What follows belongs to an exercise in optimizing a design on an open flow for small area, a short achievable clock period and few clock cycles per item; a production flow would make more cautious choices. RTL that was checked went through simulation tests only; none was proved equivalent to the original. The RTL of run 2 was laid out without a check of its function. No activity file was given, so power comes from the tool's default toggle rates.

==> flow/design.v (outline; a module is shown in full before it is edited, if it fits) <==
// module anvil_bus_mac: 1070 lines
// module anvil_fa: 10 lines
// module anvil_ha: 9 lines
module anvil_bus_mac (
    input  wire        clk,
    input  wire        rst,
    input  wire        in_valid,
    output wire        in_ready,
    input  wire [39:0] in_sample,    
    input  wire [23:0] in_gain,      
    input  wire        in_last,
    output reg         out_valid,
    input  wire        out_ready,
    output reg  [39:0] out_value,    
    output reg         out_clip
);
  // ...
==> flow/flow/run.sh <==
#!/bin/bash
# The standard layout, except that buffer_ports gives the ports
# sky130_fd_sc_hd__buf_2 buffers instead of the delay buffers it picks by
# default. Every port still gets its own buffer.
set -euo pipefail
bash standard.sh "BUFFER_PORTS_ARGS=-buffer_cell sky130_fd_sc_hd__buf_2" finish > standard.log 2>&1
==> flow/standard.sh <==
#!/bin/bash
# synth_recipe.tcl (not shown) runs the flow's synth.tcl, then flattens the netlist and writes it again
# the make line also repeats each setting of config.mk as NAME=value (left out here)
make -C /OpenROAD-flow-scripts/flow DESIGN_CONFIG=/design/flow/config.mk WORK_HOME=/design/flow/orfs CLKGATE_MAP_FILE= SYNTH_SCRIPT=/design/flow/synth_recipe.tcl "${@:-finish}"
==> flow/config.mk <==
export PLATFORM = sky130hd
export DESIGN_NAME = anvil_bus_mac
export DESIGN_NICKNAME = anvil_bus_mac
export VERILOG_FILES = /design/flow/design.v
export SDC_FILE = /design/flow/constraint.sdc
export NUM_CORES = 4
export LEC_CHECK = 0
export ABC_AREA = 1
export CAP_MARGIN = 20
export CORE_MARGIN = 2
export CORE_UTILIZATION = 40
export PLACE_DENSITY = 0.6
export SLEW_MARGIN = 60
export SYNTH_HIERARCHICAL = 1
==> flow/constraint.sdc <==
create_clock -name core_clock -period 18.0 [get_ports {clk}]
set_input_delay 3.6000 -clock core_clock [delete_from_list [all_inputs] [get_ports {clk}]]
set_output_delay 3.6000 -clock core_clock [all_outputs]
set_load 0.01 [all_outputs]
==> run_summary.xml, run 1 <==
<?xml version="1.0" encoding="UTF-8"?>
<metrics>
  <group name="run_status">
    <metric name="run_status" unit="">finished clean</metric>
  </group>
  <group name="drt">
    <metric name="met2_length" unit="um">47900</metric>
    <metric name="drt-pass1-iter-count" unit="">6</metric>
    <metric name="wire_per_inst" unit="um">21.2</metric>
  </group>
  <group name="grt">
    <metric name="grt_first_pass_wirelength" unit="um">169000</metric>
  </group>
  <group name="power_and_ir_drop">
    <metric name="pwr-share-seq" unit="%">20.6</metric>
    <metric name="p_int" unit="mW">3.80</metric>
    <metric name="sequentialPower" unit="mW">1.46</metric>
  </group>
  <group name="hold_path">
    <metric name="hold_start" unit="">i_l$_DFFE_PP_</metric>
  </group>
  <group name="placement">
    <metric name="post-place-ws" unit="ps">13190</metric>
  </group>
  <group name="setup_path">
    <metric name="cp-startpoint" unit="">out_value[32]$_DFFE_PP_</metric>
    <metric name="worstSetupPathDepth" unit="">1</metric>
    <metric name="timing.rr.end" unit="">m_c[28]$_DFFE_PP_</metric>
    <metric name="cp_data_required_time" unit="ps">14400</metric>
  </group>
  <group name="clocking">
    <metric name="cts_post_setup_buffers_inserted" unit="">0</metric>
  </group>
  <group name="timing">
    <metric name="hold_violations" unit="">0</metric>
    <metric name="rsz0062_at_grt" unit="">no</metric>
    <metric name="setup_slack" unit="ps">13250</metric>
  </group>
  <group name="layout">
    <metric name="clock_cell_area_share" unit="%">3.33</metric>
    <metric name="n_multi_input_combinational_cell" unit="">3023</metric>
  </group>
  <group name="yosys">
    <metric name="syn-cell-area" unit="um2">35600</metric>
    <metric name="ffs_latches_synth" unit="">316</metric>
    <metric name="share_of_the_yosys_chip_area_belonging_to_registers" unit="%">25.1</metric>
    <metric name="post_synth_inst_count" unit="">4001</metric>
    <metric name="async_reset_ff_share" unit="%">0</metric>
    <metric name="synthesis.nets" unit="">4646</metric>
    <metric name="synth_top_family_by_area" unit="">adder cells</metric>
  </group>
  <group name="floorplanning">
    <metric name="design.die.area" unit="um2">91500</metric>
    <metric name="start_util" unit="%">40.3</metric>
  </group>
</metrics>
Testbench counts, summed over its fixed seeds: cycles 79,310, items 4,800.
==> run 2: changes to the inputs <==
--- a/flow/design.v
+++ b/flow/design.v
@@ -1031,32 +1031,31 @@
     wire [45:0] sum     = acc + {{6{r_t[39]}}, r_t};
     wire        s_ovf   = ~(&sum[45:39]) & (|sum[45:39]);
     wire [39:0] sum_sat = s_ovf ? (sum[45] ? MIN40 : MAX40) : sum[39:0];
     wire take   = en & r_v;
     wire fin    = take & r_l;
     wire ov_nxt = fin | (out_valid & ~out_ready);
     wire rv_nxt = en ? m_v : r_v;
     wire rl_nxt = en ? m_l : r_l;
-    wire iv_nxt = rdy ? in_valid : i_v;
     wire mv_nxt = en ? i_v : m_v;
     wire en_nxt = ~(ov_nxt & rv_nxt & rl_nxt);
     always @(posedge clk) begin
         if (rst) begin
             acc       <= 46'd0;
             acc_clip  <= 1'b0;
             out_valid <= 1'b0;
             en        <= 1'b1;
             ei        <= 1'b1;
             rdy       <= 1'b1;
         end else begin
             out_valid <= ov_nxt;
             en        <= en_nxt;
-            ei        <= en_nxt | ~iv_nxt;
-            rdy       <= en_nxt | (~iv_nxt & ~mv_nxt);
+            ei        <= en_nxt | (~rdy & ~i_v);
+            rdy       <= en_nxt | (~rdy & ~i_v & ~mv_nxt);
             if (take) begin
                 if (r_l) begin
                     acc      <= 46'd0;
                     acc_clip <= 1'b0;
                 end else begin
                     acc      <= sum;
                     acc_clip <= acc_clip | r_c;
                 end
==> run 2 against run 1 <==
  * Die area down 0.38%
  * Sequential power barely moved
  * Clock power grew 4.4%
  * First-iteration DRC count increased by 11%
  * Hold slack gained 2.9 ps
  * Clock-buffer cell count is 3 lower
  * Combinational power barely moved
  * Maximum frequency up 0.17%
  * Sequential share of layout area is 0.072 points lower
  * Design area grew 0.31%
  * Global-route usage grew 0.52 points
  * Synthesized area decreased by 0.38%
  * Largest power group unchanged
  * Highest routed layer unchanged
==> run_summary.xml, run 2 <==
<?xml version="1.0" encoding="UTF-8"?>
<metrics>
  <group name="run_status">
    <metric name="run_status" unit="">finished clean</metric>
  </group>
  <group name="yosys">
    <metric name="ffs_latches_synth" unit="">316</metric>
    <metric name="syn-cell-area" unit="um2">35500</metric>
    <metric name="share_of_the_yosys_chip_area_belonging_to_registers" unit="%">25.2</metric>
    <metric name="ys_warn_count" unit="">7</metric>
    <metric name="synth.area.top_cells" unit="">sky130_fd_sc_hd__fa_1, sky130_fd_sc_hd__edfxtp_1, sky130_fd_sc_hd__xor2_1, sky130_fd_sc_hd__nand2_1, sky130_fd_sc_hd__o22ai_1</metric>
    <metric name="synth_top_cells_by_count" unit="">sky130_fd_sc_hd__nand2_1, sky130_fd_sc_hd__xor2_1, sky130_fd_sc_hd__o22ai_1, sky130_fd_sc_hd__fa_1, sky130_fd_sc_hd__inv_1</metric>
    <metric name="synth.distinct_cells" unit="">44</metric>
    <metric name="synth_area_leader_cell" unit="">sky130_fd_sc_hd__fa_1</metric>
    <metric name="post-synth-top-count-cell" unit="">sky130_fd_sc_hd__nand2_1</metric>
    <metric name="synth_edf_count" unit="">261</metric>
    <metric name="post_synth_inst_count" unit="">3994</metric>
    <metric name="synth.avg_cell_area" unit="um2">8.88</metric>
    <metric name="synth_top_area_share" unit="%">22.1</metric>
    <metric name="synthesis.nets" unit="">4639</metric>
    <metric name="ys_dominant_reg_cell" unit="">sky130_fd_sc_hd__edfxtp_1</metric>
    <metric name="async_reset_ff_share" unit="%">0</metric>
  </group>
  <group name="timing">
    <metric name="slew_headroom" unit="%">57.8</metric>
    <metric name="rsz0062_at_grt" unit="">no</metric>
    <metric name="hold_violations" unit="">0</metric>
    <metric name="report.final.slew_viol_count" unit="">0</metric>
    <metric name="timing.fmax" unit="MHz">211</metric>
    <metric name="final_min_period_over_clock_period" unit="%">26.3</metric>
    <metric name="timing.clock.skew" unit="ps">18.9</metric>
    <metric name="tightestPinTransition" unit="ps">634</metric>
    <metric name="setup-violations-final" unit="">0</metric>
    <metric name="finalWorstPathRequiredPeriod" unit="ps">4740</metric>
    <metric name="setup-tns-final" unit="ps">0</metric>
  </group>
  <group name="layout">
    <metric name="nNetsFinal" unit="">4585</metric>
    <metric name="area_growth_syn_to_layout" unit="%">8.62</metric>
    <metric name="layout_top_registers" unit="">m_c x50, m_s x49, acc x46</metric>
    <metric name="largest_reg_flops" unit="">50</metric>
    <metric name="layout-drive-gt1-share" unit="%">7.56</metric>
    <metric name="largest-register" unit="">m_c</metric>
    <metric name="final_cell_mix" unit="">sky130_fd_sc_hd__nand2_1, sky130_fd_sc_hd__xor2_1, sky130_fd_sc_hd__o22ai_1</metric>
    <metric name="commonest_non_fill_non_tap_cell_in_the_layout" unit="">sky130_fd_sc_hd__nand2_1</metric>
    <metric name="final_cell_area" unit="um2">38500</metric>
    <metric name="antenna_cells" unit="">0</metric>
  </group>
  <group name="power_and_ir_drop">
    <metric name="leakagePower" unit="nW">16.7</metric>
    <metric name="pwr-share-seq" unit="%">20.7</metric>
    <metric name="power.combinational.fraction" unit="%">67.8</metric>
    <metric name="power_switching_share" unit="%">46.0</metric>
    <metric name="power.density_cell_area" unit="nW/um2">185</metric>
    <metric name="peakVddDrop" unit="mV">0.105</metric>
    <metric name="clock_power_share" unit="%">11.5</metric>
    <metric name="power.switching" unit="mW">3.29</metric>
    <metric name="p_int" unit="mW">3.86</metric>
  </group>
  <group name="floorplanning">
    <metric name="io-pin-count" unit="">112</metric>
    <metric name="floorplan.die.width" unit="um">302</metric>
    <metric name="design.die.area" unit="um2">91100</metric>
    <metric name="die_height" unit="um">302</metric>
    <metric name="placeableCoreArea" unit="um2">88100</metric>
    <metric name="start_util" unit="%">40.3</metric>
    <metric name="rows" unit="">109</metric>
  </group>
  <group name="clocking">
    <metric name="clk-insertion-delay-late" unit="ps">590</metric>
    <metric name="tritoncts" unit="">built</metric>
    <metric name="cts_root_buffer" unit="">sky130_fd_sc_hd__clkbuf_16</metric>
    <metric name="post_cts_resized" unit="">0</metric>
    <metric name="clock-sinks" unit="">316</metric>
    <metric name="cts.clk_slew.worst_paths" unit="ps">60</metric>
    <metric name="h-tree-depth" unit="">2</metric>
    <metric name="postCtsHoldBufs" unit="">0</metric>
    <metric name="cts_post_setup_buffers_inserted" unit="">0</metric>
    <metric name="cts_max_path_buffers" unit="">3</metric>
    <metric name="cts_made_buffers" unit="">40</metric>
  </group>
  <group name="grt">
    <metric name="globalRouteMet1Util" unit="%">31.9</metric>
    <metric name="gr-usage-met2" unit="%">38.3</metric>
    <metric name="global_route.usage.met3" unit="%">5.92</metric>
    <metric name="grt_max_degree" unit="">70</metric>
    <metric name="via_count_of_the_first_global_routing_pass" unit="">29200</metric>
    <metric name="grt-busiest-layer" unit="">met2</metric>
    <metric name="grt_first_pass_wirelength" unit="um">171000</metric>
    <metric name="globalRouteOverflowTotal" unit="">0</metric>
    <metric name="gr-usage-all-layers" unit="%">24.3</metric>
    <metric name="grt_antenna_before_repair" unit="">0</metric>
  </group>
  <group name="setup_path">
    <metric name="critical-path-slowest-cell" unit="">sky130_fd_sc_hd__edfxtp_1</metric>
    <metric name="path_buf_inv" unit="">1</metric>
    <metric name="timing.critical_path.cells" unit="">buf_2</metric>
    <metric name="cp_data_required_time" unit="ps">14400</metric>
    <metric name="timing.critical_path.arrival" unit="ps">1140</metric>
    <metric name="timing.critical_path.to_type" unit="">primary output</metric>
    <metric name="max_stage_delay" unit="ps">390</metric>
    <metric name="r2r_setup_slack" unit="ps">13360</metric>
    <metric name="crit_family" unit="">flip-flops</metric>
    <metric name="timing.setup.critical_path_class" unit="">reg2out</metric>
    <metric name="startpoint_class_of_the_critical_path" unit="">flip-flop</metric>
    <metric name="worst-path-max-fanout" unit="">1</metric>
  </group>
  <group name="run">
    <metric name="number_of_max_cap_violations" unit="">0</metric>
  </group>
  <group name="placement">
    <metric name="placement.io_buffers" unit="">111</metric>
    <metric name="area_after_detailed_placement" unit="um2">37100</metric>
    <metric name="place.gp.congestion" unit="">0.950</metric>
    <metric name="dp_hpwl" unit="um">77900</metric>
  </group>
  <group name="drt">
    <metric name="drt-pass1-iter-count" unit="">5</metric>
    <metric name="wirelength" unit="um">110000</metric>
    <metric name="postRouteAntennaNets" unit="">0</metric>
    <metric name="wire_per_inst" unit="um">21.5</metric>
    <metric name="detailroute.via_count" unit="">28700</metric>
    <metric name="detail_route.vias_per_cell" unit="">5.58</metric>
    <metric name="drtIter0Drc" unit="">2835</metric>
    <metric name="drc_errors" unit="">0</metric>
  </group>
  <group name="hold_path">
    <metric name="holdCritPathClass" unit="">reg2reg</metric>
  </group>
</metrics>
[run 2: cell types whose count changed after synthesis, moves of 4 or more]
| cell | before | now |
|---|---|---|
| sky130_fd_sc_hd__inv_1 | 383 | 391 |
| sky130_fd_sc_hd__nand2_1 | 799 | 821 |
| sky130_fd_sc_hd__inv_2 | 9 | 3 |
| sky130_fd_sc_hd__clkbuf_1 | 172 | 168 |
| sky130_fd_sc_hd__buf_1 | 78 | 82 |
| sky130_fd_sc_hd__nand2_2 | 21 | 0 |
| sky130_fd_sc_hd__nand3_1 | 63 | 69 |
| sky130_fd_sc_hd__nand3_2 | 7 | 2 |
[run 2: modules after synthesis (local to each module, per instance)]
module         cells  flip-flops and latches  cell area, um2
anvil_ha           1                       0            12.5
anvil_fa           1                       0            20.0
anvil_bus_mac   3555                     316           27100
[run 2: cell families (layout without fill, tap and decap cells)]
kind of cell / count (synthesis) / after routing / synth area share, %
flops: 316 / 316 / 25.2
buf+inv: 664 / 640 / 7.14
simple gates: 1162 / 1162 / 13.1
fa+ha+maj: 576 / 576 / 28.6
xor+xnor: 560 / 560 / 13.8
mux: 5 / 5 / 0.159
compound gates: 711 / 711 / 12.0
[run 2: final cells by class]
type / count / area [um2]
Fill cell: 8772 / 49600
Multi-Input combinational cell: 3014 / 24100
Sequential cell: 316 / 8950
Inverter: 398 / 1560
Tap cell: 1165 / 1460
Timing Repair Buffer: 170 / 1200
Clock buffer: 48 / 1050
Clock inverter: 24 / 279
[run 2: worst paths after layout]
| path | endpoint | start | depth (start not counted) |
|---|---|---|---|
| max reg2reg | m_c[9]$_DFFE_PP_ | bone[5]$_DFFE_PP_ | 10 |
| max | out_value[34] | out_value[34]$_DFFE_PP_ | 1 |
| min reg2reg | m_l$_DFFE_PP_ | i_l$_DFFE_PP_ | 0 |
| min | m_l$_DFFE_PP_ | i_l$_DFFE_PP_ | 0 |
[run 2: routing by layer]
metal / wire [um] / vias up
met5: 0 / -
met4: 4820 / 0
met3: 10800 / 305
met2: 49200 / 1473
met1: 45400 / 13700
li1: - / 13200
[run 2: power groups by stage]
stage | clock network (mW) | registers [mW] | logic (mW)
detailed placement | 0 | 1.49 | 4.83
finish | 0.822 | 1.48 | 4.85
global placement | 0 | 1.49 | 4.65
floorplan | 0 | 1.44 | 3.39
CTS | 0.847 | 1.47 | 4.86
global route | 0.876 | 1.49 | 5.60
[run 2: through the flow]
step           power (mW)  util [%]  setup WS, ps  hold slack, ps  cells
2_1_floorplan        4.83         -         11390             400   3994
3_3_place_gp         6.14      41.8         13060             403   5050
3_5_place_dp         6.32      42.1         13300             412   5059
4_1_cts              7.18      43.6         13210             426   5131
5_1_grt              7.96      43.7         13210             452   5135
6_report             7.15      43.7         13260             429   5135

separate check: timing with driven ports:
The flow's constraints put no driver on any port. The routed layouts listed below were extracted and timed again, unchanged, in two steps.
Step 1: set_driving_cell puts a clkbuf_16 on clk and a buf_2 on each other input, an assumption about the parent block.
Step 2 adds t to the input delays and takes it off the output delays; t is the mean of the earliest and latest rising clock arrival at the registers after step 1. Input paths then give back, and output paths get back, about the clock's delay inside the block.
Slacks: ideal ports / drivers / drivers and shift; pairs: ideal ports / drivers.
run	t (ns)	setup WS [ns]	worst slew at a driven data input, ns	cell pins on the clock port's net
run 1	0.645	13.254 / 13.193 / 13.207	0.05	1
run 2	0.639	13.262 / 13.201 / 13.310	0.04	1
After both steps setup and hold are still met in every run listed. The setup slack of run 1, which loses most, moves by -0.061 ns with the drivers and by -0.047 ns with both steps.
